From an optimization exercise on the open Yosys and OpenROAD flow, aimed at small area, a short achievable clock period and few clock cycles; shortcuts taken in it are not production practice.
RTL that was checked went through simulation tests only; none was proved equivalent to the original.
The RTL of runs 2 and 3 was laid out without a check of its function.

==> flow/design.v, too long to show whole: its modules and the start of the top module <==
// module plane_hit: 1976 lines
module plane_hit (
    input  wire               clk,
    input  wire               rst,
    input  wire               start,
    output wire               ready,
    input  wire signed [31:0] x2,
    input  wire signed [31:0] y2,
    input  wire signed [17:0] tx,
    input  wire signed [17:0] ty,
    input  wire signed [27:0] pz,
    input  wire signed [31:0] px,
    input  wire signed [31:0] py,
    input  wire        [15:0] cw,
    input  wire        [15:0] ch,
    input  wire        [14:0] wp,
    input  wire        [14:0] hp,
    output reg                done,
    output reg                hit,
    output reg         [13:0] u,
    output reg         [13:0] v
);
  // ...
==> flow/flow/run.sh <==
#!/bin/bash
set -euo pipefail
bash standard.sh SETUP_SLACK_MARGIN=10.5 finish > make_finish.log 2>&1
==> flow/standard.sh <==
#!/bin/bash
# synth_recipe.tcl (not shown) runs the flow's synth.tcl, then flattens the netlist and writes it again
# the make line also repeats each setting of config.mk as NAME=value (left out here)
make -C /OpenROAD-flow-scripts/flow DESIGN_CONFIG=/design/flow/config.mk WORK_HOME=/design/flow/orfs CLKGATE_MAP_FILE= SYNTH_SCRIPT=/design/flow/synth_recipe.tcl "${@:-finish}"
==> flow/config.mk <==
export PLATFORM = sky130hd
export DESIGN_NAME = plane_hit
export DESIGN_NICKNAME = plane_hit
export VERILOG_FILES = /design/flow/design.v
export SDC_FILE = /design/flow/constraint.sdc
export NUM_CORES = 4
export LEC_CHECK = 0
export CAP_MARGIN = 20
export CORE_MARGIN = 2
export CORE_UTILIZATION = 40
export SLEW_MARGIN = 20
==> flow/constraint.sdc <==
create_clock -name core_clock -period 16.0 [get_ports {clk}]
set_input_delay 3.2000 -clock core_clock [delete_from_list [all_inputs] [get_ports {clk}]]
set_output_delay 3.2000 -clock core_clock [all_outputs]
set_load 0.01 [all_outputs]
==> impl_metrics.py, run 1 <==
metrics = {
    "timing": {
        "period_needed_ns": 6.28,
        "worst_pin_slew_ns": 1.01,
        "drv_slew": 0,
        "finalSetupViolations": 0,
    },
    "outcome": {
        "status": "complete, no violations",
    },
    "logic_synthesis": {
        "synthXorXnorAreaFrac": 0.113,
        "syn_nets": 9168,
        "synth-simple-area-share": 0.0756,
        "synth_cells": 7666,
        "synthFlopType": "dfxtp_1",
    },
    "critical_path": {
        "reg2reg_from": "t1xb[21]",
        "start_kind": "primary input",
        "critPathLaunch": "tx[13]",
    },
    "routing": {
        "wl_met3_um": 18700,
        "ant_nets": 0,
        "vias": 57756,
    },
    "clocking": {
        "h-tree-depth": 4,
        "numCtsBuffers": 130,
    },
    "final_layout": {
        "clock_buffers": 172,
        "buf_share": 0.0797,
        "num-multi-input-gates": 5303,
        "buffers": 695,
    },
    "die": {
        "rows": 158,
        "boundaryPins": 288,
    },
    "grt": {
        "grt_use_met1": 0.302,
    },
    "placed_design": {
        "gp_congestion": 0.903,
    },
}
Testbench counts, summed over its fixed seeds: cycles 2,472.
==> run 2: changes to the inputs <==
--- a/flow/design.v
+++ b/flow/design.v
@@ -14,17 +14,17 @@
     input  wire        [15:0] ch,
     input  wire        [14:0] wp,
     input  wire        [14:0] hp,
     output reg                done,
     output reg                hit,
     output reg         [13:0] u,
     output reg         [13:0] v
 );
-    localparam [13:0] REGMASK = 14'b10_1010_1010_1010;
+    localparam [13:0] REGMASK = 14'b00_1010_1010_1010;
     assign ready = 1'b1;
     wire sx = tx[17] ^ pz[27];
     wire sy = ty[17] ^ pz[27];
     wire [18:0] tx_e = {tx, 1'b0};
     wire [18:0] ty_e = {ty, 1'b0};
     wire [28:0] pz_1 = {pz[27], pz};
     wire [28:0] pz_2 = {pz, 1'b0};
     wire [8:0]  bnx, bny;
@@ -814,18 +814,18 @@
     assign dx512 = (dx422 & dx423) | (dx422 & ~px[29]) | (dx423 & ~px[29]);
     wire dx513, dx514;
     assign dx513 = dx424 ^ dx425 ^ ~px[30];
     assign dx514 = (dx424 & dx425) | (dx424 & ~px[30]) | (dx425 & ~px[30]);
     wire dx515, dx516;
     assign dx515 = dx426 ^ px[31];
     assign dx516 = dx426 & px[31];
     wire dx517, dx518;
-    assign dx517 = dx427 ^ ~sx;
-    assign dx518 = dx427 & ~sx;
+    assign dx517 = dx427 ^ sx;
+    assign dx518 = dx427 & sx;
     wire dx519, dx520;
     assign dx519 = dx428 ^ bpx[1] ^ 1'b1;
     assign dx520 = (dx428 & bpx[1]) | (dx428 & 1'b1) | (bpx[1] & 1'b1);
     wire dx521, dx522;
     assign dx521 = dx429 ^ bnx[1] ^ 1'b1;
     assign dx522 = (dx429 & bnx[1]) | (dx429 & 1'b1) | (bnx[1] & 1'b1);
     wire dx523, dx524;
     assign dx523 = dx430 ^ dx431 ^ 1'b1;
@@ -1878,45 +1878,45 @@
     reg        v1;
     reg [46:0] t1xa, t1xb, t1ya, t1yb;
     reg [15:0] cw1, ch1;
     reg [14:0] wp1, hp1;
     always @(posedge clk) begin
         v1   <= start & ~rst;
         t1xa <= tree_xa;  t1xb <= tree_xb;
         t1ya <= tree_ya;  t1yb <= tree_yb;
-        cw1  <= ~cw;  ch1 <= ~ch;    
+        cw1  <= cw;  ch1 <= ch;
         wp1  <= wp;  hp1 <= hp;
     end
     wire [46:0] sum_x = t1xa + t1xb;
     wire [46:0] sum_y = t1ya + t1yb;
     wire        s2x = sum_x[46];
     wire        s2y = sum_y[46];
     wire [31:0] b2x = sum_x[45:14] ^ {32{s2x}};
     wire [31:0] b2y = sum_y[45:14] ^ {32{s2y}};
     localparam AW = 62;
     wire [AW-1:0] a2x = {b2x[28:13], b2x[12:0], cw1, wp1, s2x, ~|b2x[31:29]};
     wire [AW-1:0] a2y = {b2y[28:13], b2y[12:0], ch1, hp1, s2y, ~|b2y[31:29]};
     function [AW-1:0] dstep;
         input [AW-1:0] a;
         input          first;
-        reg [15:0] r, dn;
+        reg [15:0] r, d;
         reg [12:0] q;
         reg [16:0] t;
         reg [17:0] df;
         begin
-            r  = a[61:46];
-            q  = a[45:33];
-            dn = a[32:17];
+            r = a[61:46];
+            q = a[45:33];
+            d = a[32:17];
             if (first) begin
-                df = {2'b0, r} + {2'b11, dn} + 18'd1;
+                df = {2'b0, r} - {2'b0, d};
                 dstep = {a[61:1], a[0] & df[17]};
             end else begin
                 t  = {r, q[12]};
-                df = {1'b0, t} + {2'b11, dn} + 18'd1;
+                df = {1'b0, t} - {2'b0, d};
                 if (df[17])
                     dstep = {t[15:0], q[11:0], 1'b0, a[32:0]};
                 else
                     dstep = {df[15:0], q[11:0], 1'b1, a[32:0]};
             end
         end
     endfunction
     wire          vs  [0:14];
==> flow/run.sh (new file) <==
#!/bin/bash
# synth_recipe.tcl (not shown) runs the flow's synth.tcl, then flattens the netlist and writes it again
# the make line also repeats each setting of config.mk as NAME=value (left out here)
make -C /OpenROAD-flow-scripts/flow DESIGN_CONFIG=/design/flow/config.mk WORK_HOME=/design/flow/orfs CLKGATE_MAP_FILE= SYNTH_SCRIPT=/design/flow/synth_recipe.tcl finish
removed: flow/flow/run.sh
removed: flow/standard.sh
==> run 2 against run 1 <==
Effect of this change:
- fmax fell by 29%
- final area shrank 11%
- cell count down 2.3%
- clock-buffer cell count shrank 25
- register-to-register slack got worse by 2.7 ns
- still clean on timing, DRC and antenna
==> impl_metrics.py, run 2 <==
metrics = {
    "timing": {
        "grt_setup_unrepaired": "no",
        "finalCritPeriodShare": 0.553,
        "fin_skew_ns": 0.0806,
        "relSlewSlack": 0.244,
        "hold_ws_ns": 0.287,
        "hold_viol": 0,
        "tns_ns": 0,
        "period_needed_ns": 8.84,
        "fmax_mhz": 113,
        "drv_slew": 0,
        "finalSetupViolations": 0,
        "worst_pin_slew_ns": 1.13,
        "worst_slack_ns": 7.16,
    },
    "critical_path": {
        "crit_buf_inv": 4,
        "start_kind": "primary input",
        "worst_setup_path_end_kind": "flip-flop",
        "critPathMaxFanout": 22,
        "path_depth": 12,
        "worst_path_max_delay_cell": "ha_1",
        "cp_top_family": "adder cells",
        "worstPathArrival_ns": 9.44,
        "r2r_cells": 35,
        "criticalPathCategory": "primary input to flip-flop",
        "slowest_delay_ns": 1.05,
        "critPathMostFrequentCell": "fa_1",
        "critPathRequiredTime_ns": 16.60,
        "path_cells": "clkdlybuf4s50_1, clkinv_1, ha_1, buf_4, a22oi_1, xnor2_1, fa_1, fa_1, fa_1, fa_1, inv_1, fa_1",
    },
    "routing": {
        "wl_per_cell_um": 18.4,
        "drt_wl_total_um": 195000,
        "vias": 54549,
        "ant_nets": 0,
        "first_iter_violations": 3350,
        "drc": 0,
        "vias_per_cell": 5.17,
        "firstDrtPassIters": 6,
    },
    "die": {
        "dieArea_um2": 188000,
        "boundaryPins": 288,
        "die_w_um": 434,
        "dieHeight_um": 434,
        "core_um2": 183000,
        "rows": 157,
        "start_util": 0.403,
    },
    "clocking": {
        "clock_path_buffers": 3,
        "cts_resized": 0,
        "root_buffer": "clkbuf_16",
        "worstSkewPairLatency_ns": 0.80,
        "h-tree-depth": 3,
        "ctsHoldBuffers": 0,
        "cts_setup_buffers": 0,
        "cts.sink_count": 1029,
        "numCtsBuffers": 115,
        "clkSlewWorstSetupHoldPaths_ns": 0.06,
        "cts_tree": "yes",
    },
    "logic_synthesis": {
        "synth_largest_area_cell": "dfxtp_1",
        "synth_seq_cells": 1029,
        "synth_enable_flop_cells": 0,
        "synth_cells": 7840,
        "synth.area.top_cells": "dfxtp_1, fa_1, ha_1, xnor2_1, inv_1",
        "yosysTopAreaCellShare": 0.279,
        "yosysMostFrequentCell": "inv_1",
        "async_flop_share": 0,
        "synthFlopType": "dfxtp_1",
        "ys_types": 84,
        "yosys-top-cells-count": "inv_1, dfxtp_1, xnor2_1, ha_1, fa_1",
        "seq_area_frac_synth": 0.279,
        "synth_area_um2": 73900,
        "yosys_warnings": 1,
        "syn_nets": 9340,
        "avgSynthCellArea_um2": 9.42,
    },
    "outcome": {
        "status": "complete, no violations",
    },
    "placed_design": {
        "place.detailed.hpwl_um": 148000,
        "io_buffer_count": 286,
        "placed_area_um2": 79100,
        "placed_cells": 10330,
        "place_ws_ns": 6.47,
        "gp_congestion": 0.879,
    },
    "grt": {
        "track_usage": 0.206,
        "grt_pass1_wl_um": 310000,
        "antenna_found_initial": 7,
        "overflow": 0,
        "grt_max_degree": 79,
        "grt_pass1_vias": 56428,
    },
    "final_layout": {
        "design_area_um2": 83200,
        "drive_gt1_frac": 0.0736,
        "fillCellCount": 17294,
        "final_cell_mix": "inv_1, dfxtp_1, xnor2_1",
        "area_growth_pct": 12.6,
        "final_common_cell": "inv_1",
        "final-instance-count-excl-fill": 10548,
        "nets": 9483,
        "reg_top3": "st.r.xr (372), st.r.yr (372)",
    },
    "flow_run": {
        "cap_violations": 0,
    },
    "min_path": {
        "hp-class": "flip-flop to flip-flop",
        "holdPathStages": 0,
    },
}
run 2: final timing paths:
path / startpoint / to / slack (ns)
min: st[5].r.yr[42] / st[7].r.yr[44] / 0.29
max reg2reg: st[11].r.yr[18] / v[13] / 7.74
max: tx[7] / t1xb[22] / 7.16
min reg2reg: st[5].r.yr[42] / st[7].r.yr[44] / 0.29
run 2: layer usage:
layer	wire length, µm	GRT usage	share of wire
met4	6500	0.0732	0.033
met2	92300	0.353	0.47
met5	0	0	0
met3	10800	0.0298	0.055
met1	84900	0.264	0.44
run 2: layout make-up:
| cell class | instances | area, µm² | share of cell area |
|---|---|---|---|
| antenna | 2 | 5.00 | 0.0000602 |
| timing repair buffer | 358 | 3350 | 0.0403 |
| clock buffer | 147 | 3180 | 0.0382 |
| clock inverter | 69 | 938 | 0.0113 |
| multi-input combinational | 5269 | 47500 | 0.571 |
| tap | 2464 | 3080 | 0.0371 |
| sequential | 1029 | 20600 | 0.248 |
| inverter | 1210 | 4550 | 0.0547 |
run 2: cell families after synthesis:
kind of cell             count (synthesis)  share of synthesized area
AO/OA/AOI/OAI                         1622                      0.146
XOR/XNOR                               930                      0.111
adder cells (fa/ha/maj)               1243                      0.266
buffers and inverters                 1542                     0.0789
flip-flops                            1029                      0.279
multiplexers                           295                     0.0446
other                                    1                  0.0000508
AND/OR/NAND/NOR                       1178                     0.0748
run 2: per-stage QoR:
step | utilization
4_1_cts | 0.454
3_3_place_gp | 0.431
2_1_floorplan | -
5_1_grt | 0.454
6_report | 0.454
3_5_place_dp | 0.431
==> run 3: changes to the inputs <==
==> flow/flow/run.sh (new file) <==
#!/bin/bash
set -euo pipefail
bash standard.sh SETUP_SLACK_MARGIN=10.5 finish > make_finish.log 2>&1
==> flow/standard.sh (new file) <==
#!/bin/bash
# synth_recipe.tcl (not shown) runs the flow's synth.tcl, then flattens the netlist and writes it again
# the make line also repeats each setting of config.mk as NAME=value (left out here)
make -C /OpenROAD-flow-scripts/flow DESIGN_CONFIG=/design/flow/config.mk WORK_HOME=/design/flow/orfs CLKGATE_MAP_FILE= SYNTH_SCRIPT=/design/flow/synth_recipe.tcl "${@:-finish}"
removed: flow/run.sh
==> run 3 against run 2 <==
Effect of this change:
- still clean
- non-clock buffer count rose by 470
- utilization grew 6.4 points
- via count up 8.5%
- setup slack better by 2.2 ns
- critical path depth rose by 23
- hold slack better by 0.026 ns
- register-to-register slack better by 1.6 ns
- flip-flop and latch count stayed put
- cell count grew 4.9%
- critical path type is now flip-flop to flip-flop
==> impl_metrics.py, run 3 <==
metrics = {
    "timing": {
        "fmax_mhz": 151,
        "finalSetupViolations": 0,
        "hold_ws_ns": 0.312,
        "finalCritPeriodShare": 0.414,
        "fin_skew_ns": 0.0376,
        "drv_slew": 0,
        "relSlewSlack": 0.307,
        "period_needed_ns": 6.62,
        "worst_pin_slew_ns": 1.04,
        "tns_ns": 0,
        "grt_setup_unrepaired": "yes",
        "hold_viol": 0,
    },
    "logic_synthesis": {
        "seq_area_frac_synth": 0.279,
        "synth_largest_area_cell": "dfxtp_1",
        "ys_types": 84,
        "yosys_warnings": 1,
        "yosys-top-cells-count": "inv_1, dfxtp_1, xnor2_1, ha_1, fa_1",
        "syn_nets": 9340,
        "synth.area.top_cells": "dfxtp_1, fa_1, ha_1, xnor2_1, inv_1",
        "synth_cells": 7840,
        "yosysTopAreaCellShare": 0.279,
        "synth_area_um2": 73900,
        "synth_seq_cells": 1029,
        "async_flop_share": 0,
        "avgSynthCellArea_um2": 9.42,
        "synthFlopType": "dfxtp_1",
        "synth_enable_flop_cells": 0,
        "yosysMostFrequentCell": "inv_1",
    },
    "final_layout": {
        "final_cell_mix": "dfxtp_1, inv_1, ha_1",
        "area_growth_pct": 28.4,
        "reg_top3": "st.r.xr (372), st.r.yr (372)",
        "fillCellCount": 16165,
        "drive_gt1_frac": 0.271,
        "nets": 9996,
        "final_common_cell": "dfxtp_1",
        "fin_util": 0.518,
    },
    "flow_run": {
        "cap_violations": 0,
    },
    "critical_path": {
        "worst_path_max_delay_cell": "o41a_1",
        "worst_setup_path_end_kind": "flip-flop",
        "criticalPathCategory": "flip-flop to flip-flop",
        "slowest_delay_ns": 0.38,
        "critPathMaxFanout": 6,
        "rrSetupSlack_ns": 9.38,
        "critPathRequiredTime_ns": 16.64,
        "start_kind": "flip-flop",
        "worstPathArrival_ns": 7.26,
        "critPathMostFrequentCell": "o21ai_2",
    },
    "routing": {
        "first_iter_violations": 4260,
        "drc": 0,
        "firstDrtPassIters": 8,
        "drt_wl_total_um": 230000,
        "vias": 59190,
        "ant_nets": 0,
        "wl_per_cell_um": 20.8,
        "vias_per_cell": 5.35,
    },
    "die": {
        "start_util": 0.403,
        "dieArea_um2": 188000,
        "boundaryPins": 288,
        "dieHeight_um": 434,
        "rows": 157,
        "core_um2": 183000,
        "die_w_um": 434,
    },
    "min_path": {
        "hp-class": "flip-flop to flip-flop",
    },
    "clocking": {
        "root_buffer": "clkbuf_16",
        "ctsHoldBuffers": 0,
        "h-tree-depth": 3,
        "clock_path_buffers": 3,
        "worstSkewPairLatency_ns": 0.76,
        "cts.sink_count": 1029,
        "clkSlewWorstSetupHoldPaths_ns": 0.06,
        "cts_tree": "yes",
        "numCtsBuffers": 114,
    },
    "placed_design": {
        "gp_congestion": 0.871,
        "place.detailed.hpwl_um": 152000,
        "io_buffer_count": 286,
    },
    "grt": {
        "grt_pass1_wl_um": 350000,
        "overflow": 0,
        "grt_max_degree": 79,
        "grt_pass1_vias": 59931,
        "antenna_found_initial": 9,
        "track_usage": 0.239,
    },
    "outcome": {
        "status": "complete, no violations",
    },
}
## run 3: cell count changes in the layout (fill, tap and decap cells not counted), sizes merged, moves of 3 or more
cell	change
mux2	+32
bufbuf	+17
clkinvlp	+3
buf	+500
clkdlybuf4s50	-54
bufinv	+4
and2	+3
clkinv	+7
## run 3: repair_timing
item / CTS / global route
resized for setup: 1033 / 393
buffers inserted: 353 / 105
endpoints found under the setup margin: 395 / 368
gates cloned: 64 / 8
pin swaps: 494 / 338
## run 3: critical path: cells and delay by family (launching register included)
kind / cells / cell delay, ns
AOI/OAI and AO/OA: 24 / 4.07
buffers and inverters: 2 / 0.19
xor gates and xnor gates: 1 / 0.17
adders and majority gates: 3 / 0.66
muxes: 1 / 0.31
and+or+nand+nor: 4 / 0.77
DFF: 1 / 0.34
## run 3: through the flow
stage / area, µm² / instances / setup WS [ns]
4_1_cts: 92600 / 10948 / 9.36
3_5_place_dp: 80700 / 10314 / 7.74
6_report: 94900 / 11064 / 9.38
2_1_floorplan: 76900 / 7840 / 9.06
3_3_place_gp: 80700 / 10314 / 7.81
5_1_grt: 94900 / 11063 / 9.01
## run 3: area by class of cell
| type | count | area [µm²] | area share |
|---|---|---|---|
| diodes | 3 | 7.51 | 0.0000791 |
| clock buffers | 141 | 3130 | 0.0329 |
| clock inverters | 76 | 1010 | 0.0107 |
| inverters | 1210 | 4850 | 0.0511 |
| multi-input cells | 5307 | 53200 | 0.561 |
| flip-flops and latches | 1029 | 20600 | 0.217 |
| well taps | 2464 | 3080 | 0.0325 |
| repair buffers | 828 | 8920 | 0.0940 |
| repair inverters | 6 | 60.1 | 0.000633 |
## run 3: cell families (layout without fill, tap and decap cells)
kind of cell,count (synthesis),count (layout),share of synthesized area
AOI/OAI and AO/OA,1622,1623,0.146
xor gates and xnor gates,930,930,0.111
adders and majority gates,1243,1243,0.266
buffers and inverters,1542,2261,0.0789
DFF,1029,1029,0.279
muxes,295,327,0.0446
other,1,4,0.0000508
and+or+nand+nor,1178,1183,0.0748
## run 3: final timing paths
check / from / endpoint / cells after the start
worst max register to register: st[11].r.yr[18] / v[13] / 35
worst min-delay path: st[9].r.xr[5] / st[11].r.xr[5] / 0
worst min register to register: st[9].r.xr[5] / st[11].r.xr[5] / 0
worst max-delay path: st[11].r.yr[18] / v[13] / 35
## run 3: routing by layer
layer | global-route usage | up-vias | routed length [µm]
met4 | 0.102 | 4 | 10800
met1 | 0.307 | 28682 | 95100
met5 | 0 | - | 62
li1 | - | 27522 | -
met3 | 0.0532 | 647 | 19500
met2 | 0.387 | 2335 | 105000

-- static timing again, ports no longer ideal --
In the flow no input, the clock included, has a driving cell. The finished layouts below were timed again as built, in two steps.
Step 1, drivers: a clkbuf_16 drives clk and a buf_2 each remaining input, both assumed.
Step 2 adds t to the input delays and takes it off the output delays; t is the mean of the earliest and latest rising clock arrival at the registers after step 1. Input paths then give back, and output paths get back, about the clock's delay inside the block.
a / b / c = no drivers / after step 1 / after step 2; a / b = the first two.
run | t (ns) | slack for setup (ns) | worst setup path after step 2
run 1 | 0.859 | 9.723 / 9.724 / 8.865 | input to register
run 2 | 0.844 | 7.157 / 7.220 / 6.376 | input to register
run 3 | 0.818 | 9.381 / 9.381 / 8.800 | input to register
After both steps every run listed still meets setup and hold. The setup slack of run 1, which loses most, moves by +0.001 ns with the drivers and by -0.858 ns with both steps.
